What follows belongs to an exercise in optimizing a design on an open flow for small area, a short achievable clock period and few clock cycles per item; a production flow would make more cautious choices.
RTL that was checked went through simulation tests only; none was proved equivalent to the original.
No activity file was given, so power comes from the tool's default toggle rates.

==> flow/design.v <==
module fpdivsqrt (
    input  wire        clk,
    input  wire        rst,      
    input  wire        start,    
    input  wire        op,       
    input  wire [31:0] a,
    input  wire [31:0] b,
    output wire        ready,
    output reg         done,
    output reg  [31:0] result,
    output reg  [4:0]  flags
);
    localparam integer FR = 24;          
    localparam integer W  = FR + 3;      
    localparam [31:0] QNAN = 32'h7FC0_0000;
    wire        sa = a[31];
    wire        sb = b[31];
    wire [7:0]  ea = a[30:23];
    wire [7:0]  eb = b[30:23];
    wire [22:0] fa = a[22:0];
    wire [22:0] fb = b[22:0];
    wire a_zero = (ea == 8'd0);
    wire b_zero = (eb == 8'd0);
    wire a_max  = (ea == 8'hFF);
    wire b_max  = (eb == 8'hFF);
    wire a_fz   = (fa == 23'd0);
    wire b_fz   = (fb == 23'd0);
    wire a_inf  = a_max & a_fz;
    wire b_inf  = b_max & b_fz;
    wire a_nan  = a_max & ~a_fz;
    wire b_nan  = b_max & ~b_fz;
    wire a_snan = a_nan & ~fa[22];
    wire b_snan = b_nan & ~fb[22];
    reg  sp, sp_nan, sp_inf, sp_nv, sp_dz;
    always @(*) begin
        sp = 1'b1; sp_nan = 1'b0; sp_inf = 1'b0; sp_nv = 1'b0; sp_dz = 1'b0;
        if (!op) begin
            if (a_nan | b_nan) begin
                sp_nan = 1'b1; sp_nv = a_snan | b_snan;
            end else if (a_inf & b_inf) begin
                sp_nan = 1'b1; sp_nv = 1'b1;
            end else if (a_inf) begin
                sp_inf = 1'b1;
            end else if (b_inf) begin
            end else if (b_zero & a_zero) begin
                sp_nan = 1'b1; sp_nv = 1'b1;
            end else if (b_zero) begin
                sp_inf = 1'b1; sp_dz = 1'b1;
            end else if (a_zero) begin
            end else begin
                sp = 1'b0;
            end
        end else begin
            if (a_nan) begin
                sp_nan = 1'b1; sp_nv = a_snan;
            end else if (a_zero) begin
            end else if (sa) begin
                sp_nan = 1'b1; sp_nv = 1'b1;
            end else if (a_inf) begin
                sp_inf = 1'b1;
            end else begin
                sp = 1'b0;
            end
        end
    end
    wire [9:0]  div_exp = {2'b00, ea} + {2'b11, ~eb} + 10'd127;   
    wire [8:0]  sq_sum  = {1'b0, ea} + 9'd125;
    wire [9:0]  sq_exp  = {2'b00, sq_sum[8:1]};                   
    wire [24:0] sq_m1  = ea[0] ? {2'b00, fa} : {fa[22], ~fa[22], fa[21:0], 1'b0};
    wire [W-1:0] w_init = op ? {sq_m1, 2'b00} : {3'b001, fa, 1'b0};
    reg          busy;       
    reg          fin;        
    reg  [12:0]  md;         
    reg  [11:0]  ms;         
    reg          sign_q;
    reg  [9:0]   exp_q;      
    reg  [W-1:0] w;          
    reg  [W-1:0] pn;         
    reg  [25:0]  s;          
    reg          spq, spq_nan, spq_inf, spq_nv, spq_dz;
    assign ready = ~busy;
    wire   last  = md[12] | ms[11];
    reg [W-1:0] b1, b2;      
    reg [25:0]  k1, k2;      
    integer i;
    always @(*) begin
        b1 = {W{1'b0}};
        b2 = {W{1'b0}};
        k1 = 26'd0;
        k2 = 26'd0;
        for (i = 0; i < 12; i = i + 1) begin
            b1[FR-1-2*i] = ms[i];
            b2[FR-2-2*i] = ms[i];
            k1[24-2*i] = ms[i];
            k2[23-2*i] = ms[i];
        end
        for (i = 0; i < 13; i = i + 1) begin
            k1[25-2*i] = k1[25-2*i] | md[i];
            k2[24-2*i] = k2[24-2*i] | md[i];
        end
    end
    wire [W-1:0] f1n  = pn & ~b1;
    wire [W-1:0] f2bn = pn & ~b2;
    wire [W-1:0] f2an = pn & ~(b1 << 1) & ~b2;
    wire [W-1:0] cx = {w[W-2:0], 1'b1};
    wire [W-1:0] cy = {f1n[W-2:0], 1'b1};
    wire [W-1:0] cz = f2an;
    wire [W-1:0] cs = cx ^ cy ^ cz;
    wire [W-1:0] cc = (cx & cy) | (cx & cz) | (cy & cz);
    wire [W-1:0] t1, t2b, t2a;
    pfx_add #(W) u_t1  (.a(w), .b(f1n), .ci(1'b1), .s(t1));
    pfx_add #(W) u_t2b (.a({w[W-2:0], 1'b0}), .b(f2bn), .ci(1'b1), .s(t2b));
    pfx_add #(W) u_t2a (.a(cs), .b({cc[W-2:0], 1'b1}), .ci(1'b0), .s(t2a));
    wire d1 = ~t1[W-1];
    wire d2 = d1 ? ~t2a[W-1] : ~t2b[W-1];
    reg [W-1:0] wn;
    always @(*) begin
        case ({d1, d2})
            2'b11:   wn = {t2a[W-2:0], 1'b0};
            2'b10:   wn = {t1[W-3:0], 2'b00};
            2'b01:   wn = {t2b[W-2:0], 1'b0};
            default: wn = {w[W-3:0], 2'b00};
        endcase
    end
    wire [25:0] sn = s | (d1 ? k1 : 26'd0) | (d2 ? k2 : 26'd0);
    wire        hi      = s[25];
    wire [22:0] frac    = hi ? s[24:2] : s[23:1];
    wire        rbit    = hi ? s[1] : s[0];
    wire        sticky  = (hi & s[0]) | (w != {W{1'b0}});
    wire        rinc    = rbit & (sticky | frac[0]);
    wire        inexact = rbit | sticky;
    wire [30:0] xin = {exp_q[7:0], frac};
    reg  [30:0] pa, pb;      
    integer d, n;
    always @(*) begin
        pa = {xin[29:0], 1'b1};
        for (d = 1; d < 31; d = d * 2) begin
            pb = pa;
            for (n = d; n < 31; n = n + 1)
                pb[n] = pa[n] & pa[n-d];
            pa = pb;
        end
    end
    wire [30:0] inc = xin ^ (pa & {31{rinc}});
    wire uf      = exp_q[9] | (exp_q == 10'd0);
    wire of_big  = ~exp_q[9] & (exp_q[8] | (exp_q[7:0] == 8'hFF));
    wire of_rnd  = (exp_q == 10'd254) & rinc & (&frac);
    reg [31:0] rnd_res;
    reg [4:0]  rnd_flg;
    always @(*) begin
        if (spq) begin
            rnd_res = spq_nan ? QNAN : {sign_q, spq_inf ? 8'hFF : 8'h00, 23'd0};
            rnd_flg = {3'b000, spq_dz, spq_nv};
        end else if (uf) begin
            rnd_res = {sign_q, 31'd0};
            rnd_flg = 5'b11000;
        end else if (of_big) begin
            rnd_res = {sign_q, 8'hFF, 23'd0};
            rnd_flg = 5'b10100;
        end else begin
            rnd_res = {sign_q, inc};
            rnd_flg = {inexact, 1'b0, of_rnd, 2'b00};
        end
    end
    always @(posedge clk) begin
        if (rst) begin
            busy <= 1'b0;
            fin  <= 1'b0;
            done <= 1'b0;
        end else begin
            done <= fin;
            if (!busy) begin
                busy <= start & ~sp;
                fin  <= start & sp;
            end else begin
                busy <= ~last;
                fin  <= last;
            end
        end
        result <= rnd_res;
        flags  <= rnd_flg;
        if (!busy) begin
            md      <= {12'd0, ~op};
            ms      <= {11'd0, op};
            sign_q  <= op ? sa : (sa ^ sb);
            exp_q   <= op ? {1'b0, sq_exp} : div_exp;
            w       <= w_init;
            pn      <= op ? ~{2'b01, 25'd0} : ~{3'b001, fb, 1'b0};
            s       <= op ? {1'b1, 25'd0} : 26'd0;
            spq     <= sp;
            spq_nan <= sp_nan;
            spq_inf <= sp_inf;
            spq_nv  <= sp_nv;
            spq_dz  <= sp_dz;
        end else begin
            md <= md << 1;
            ms <= ms << 1;
            w  <= wn;
            s  <= sn;
            if (ms != 12'd0) pn <= ~{1'b0, sn};
            if (md[1] | ms[1]) exp_q <= exp_q + {9'd0, s[25]};
        end
    end
endmodule
module pfx_add #(
    parameter integer N = 8
) (
    input  wire [N-1:0] a,
    input  wire [N-1:0] b,
    input  wire         ci,
    output wire [N-1:0] s
);
    reg [N-1:0] g, p, gn, pn;
    integer d, i;
    always @(*) begin
        g = a & b;
        p = a ^ b;
        g[0] = g[0] | (p[0] & ci);
        for (d = 1; d < N; d = d * 2) begin
            gn = g;
            pn = p;
            for (i = d; i < N; i = i + 1) begin
                if ((i / d) % 2 == 1) begin
                    gn[i] = g[i] | (p[i] & g[(i / d) * d - 1]);
                    pn[i] = p[i] & p[(i / d) * d - 1];
                end
            end
            g = gn;
            p = pn;
        end
    end
    assign s = a ^ b ^ {g[N-2:0], ci};
endmodule
export LEC_CHECK = 0
export ABC_AREA = 1
export CAP_MARGIN = 20
export CORE_MARGIN = 2
export CORE_UTILIZATION = 40
export SETUP_SLACK_MARGIN = 1.5
export SLEW_MARGIN = 20
create_clock -name core_clock -period 5.0 [get_ports {clk}]
standard.sh (not shown) runs the stock make flow with config.mk's settings and CLKGATE_MAP_FILE= SYNTH_SCRIPT=/design/flow/synth_recipe.tcl, a recipe that flattens the netlist after the stock synthesis.
==> flow/flow/run.sh <==
#!/bin/bash
# The standard layout (the standard.sh) with these changes:
#  - port buffers are the smallest buffer, sky130_fd_sc_hd__buf_1, which the
#    resizer may still upsize where timing or slew needs it;
#  - clock tree synthesis builds the tree from small clock buffers and
#    inserts no dummy loads.
# make's full output goes to run_make.log in this folder; ORFS's own per-step
# logs are under orfs/logs/.
set -euo pipefail
bash standard.sh \
  "BUFFER_PORTS_ARGS=-buffer_cell sky130_fd_sc_hd__buf_1" \
  "CTS_ARGS=-sink_clustering_enable -repair_clock_nets -dont_use_dummy_load -buf_list {sky130_fd_sc_hd__clkbuf_2 sky130_fd_sc_hd__clkbuf_4 sky130_fd_sc_hd__clkbuf_8}" \
  finish > run_make.log 2>&1
Then changed:
--- a/flow/design.v
+++ b/flow/design.v
@@ -103,15 +103,18 @@
     wire [W-1:0] f2bn = pn & ~b2;
     wire [W-1:0] f2an = pn & ~(b1 << 1) & ~b2;
-    wire [W-1:0] cx = {w[W-2:0], 1'b1};
-    wire [W-1:0] cy = {f1n[W-2:0], 1'b1};
-    wire [W-1:0] cz = f2an;
-    wire [W-1:0] cs = cx ^ cy ^ cz;
-    wire [W-1:0] cc = (cx & cy) | (cx & cz) | (cy & cz);
-    wire [W-1:0] t1, t2b, t2a;
-    pfx_add #(W) u_t1  (.a(w), .b(f1n), .ci(1'b1), .s(t1));
-    pfx_add #(W) u_t2b (.a({w[W-2:0], 1'b0}), .b(f2bn), .ci(1'b1), .s(t2b));
-    pfx_add #(W) u_t2a (.a(cs), .b({cc[W-2:0], 1'b1}), .ci(1'b0), .s(t2a));
-    wire d1 = ~t1[W-1];
-    wire d2 = d1 ? ~t2a[W-1] : ~t2b[W-1];
+    wire [W+2:0] a2n  = {2'b11, pn, 1'b1} & ~{2'b00, b1, 1'b0};
+    wire [W+2:0] cx = {2'b00, w, 1'b1};
+    wire [W+2:0] cy = a2n;
+    wire [W+2:0] cz = {3'b111, f2an};
+    wire [W+2:0] cs = cx ^ cy ^ cz;
+    wire [W+2:0] cc = (cx & cy) | (cx & cz) | (cy & cz);
+    wire [W:0]   t1;
+    wire [W+1:0] t2b;
+    wire [W+2:0] t2a;
+    pfx_add #(W+1) u_t1  (.a({1'b0, w}), .b({1'b1, f1n}), .ci(1'b1), .s(t1));
+    pfx_add #(W+2) u_t2b (.a({1'b0, w, 1'b0}), .b({2'b11, f2bn}), .ci(1'b1), .s(t2b));
+    pfx_add #(W+3) u_t2a (.a(cs), .b({cc[W+1:0], 1'b1}), .ci(1'b0), .s(t2a));
+    wire d1 = ~t1[W];
+    wire d2 = d1 ? ~t2a[W+2] : ~t2b[W+1];
     reg [W-1:0] wn;
     always @(*) begin
@@ -216,5 +219,4 @@
         g = a & b;
         p = a ^ b;
-        g[0] = g[0] | (p[0] & ci);
         for (d = 1; d < N; d = d * 2) begin
             gn = g;
@@ -230,4 +232,5 @@
         end
     end
-    assign s = a ^ b ^ {g[N-2:0], ci};
+    wire [N-1:0] c = {g[N-2:0] | (p[N-2:0] & {(N-1){ci}}), ci};
+    assign s = a ^ b ^ c;
 endmodule
Design area went up by 0.35%.
Die area went up by 3.2%.
Power went down by 12%.
Setup slack is better by 0.14 ns.
Flip-flop and latch count is unchanged.
Global-route usage hardly moves.
Cell count went up by 5.5%.
Wire length went up by 0.38%.
Count of clock-buffer cells in the layout stays the same.
Testbench counts after the change, summed over its fixed seeds: cycles 162,076, ops 12,000.
Only the layout flow was run in the first run of this note; the RTL was not checked for function there.

-- what the ideal ports hide --
The flow's constraints put no driver on any port. The routed layouts listed below were extracted and timed again, unchanged, in two steps.
Step 1 sets driving cells, clkbuf_16 on the clock port and buf_2 on the other inputs (assumed; they add their load-dependent delay and slew).
Step 2 moves the port delays by t, midway between the first and last clock arrival at a register: inputs arrive t later, outputs are due t later. That takes back most of the time a late clock gives input paths.
a / b / c = no drivers / after step 1 / after step 2; a / b = the first two.
run	t, ns	setup WS [ns]	worst setup path at the end	pins driven straight from the clock port
the first run	0.486	1.575 / 1.575 / 1.361	input to register	1
the second run	0.509	1.710 / 1.710 / 1.586	input to register	1
After both steps setup and hold are still met in every run listed. For the first run, which loses most, drivers alone change the setup slack by 0.000 ns; drivers and shift together by -0.214 ns.
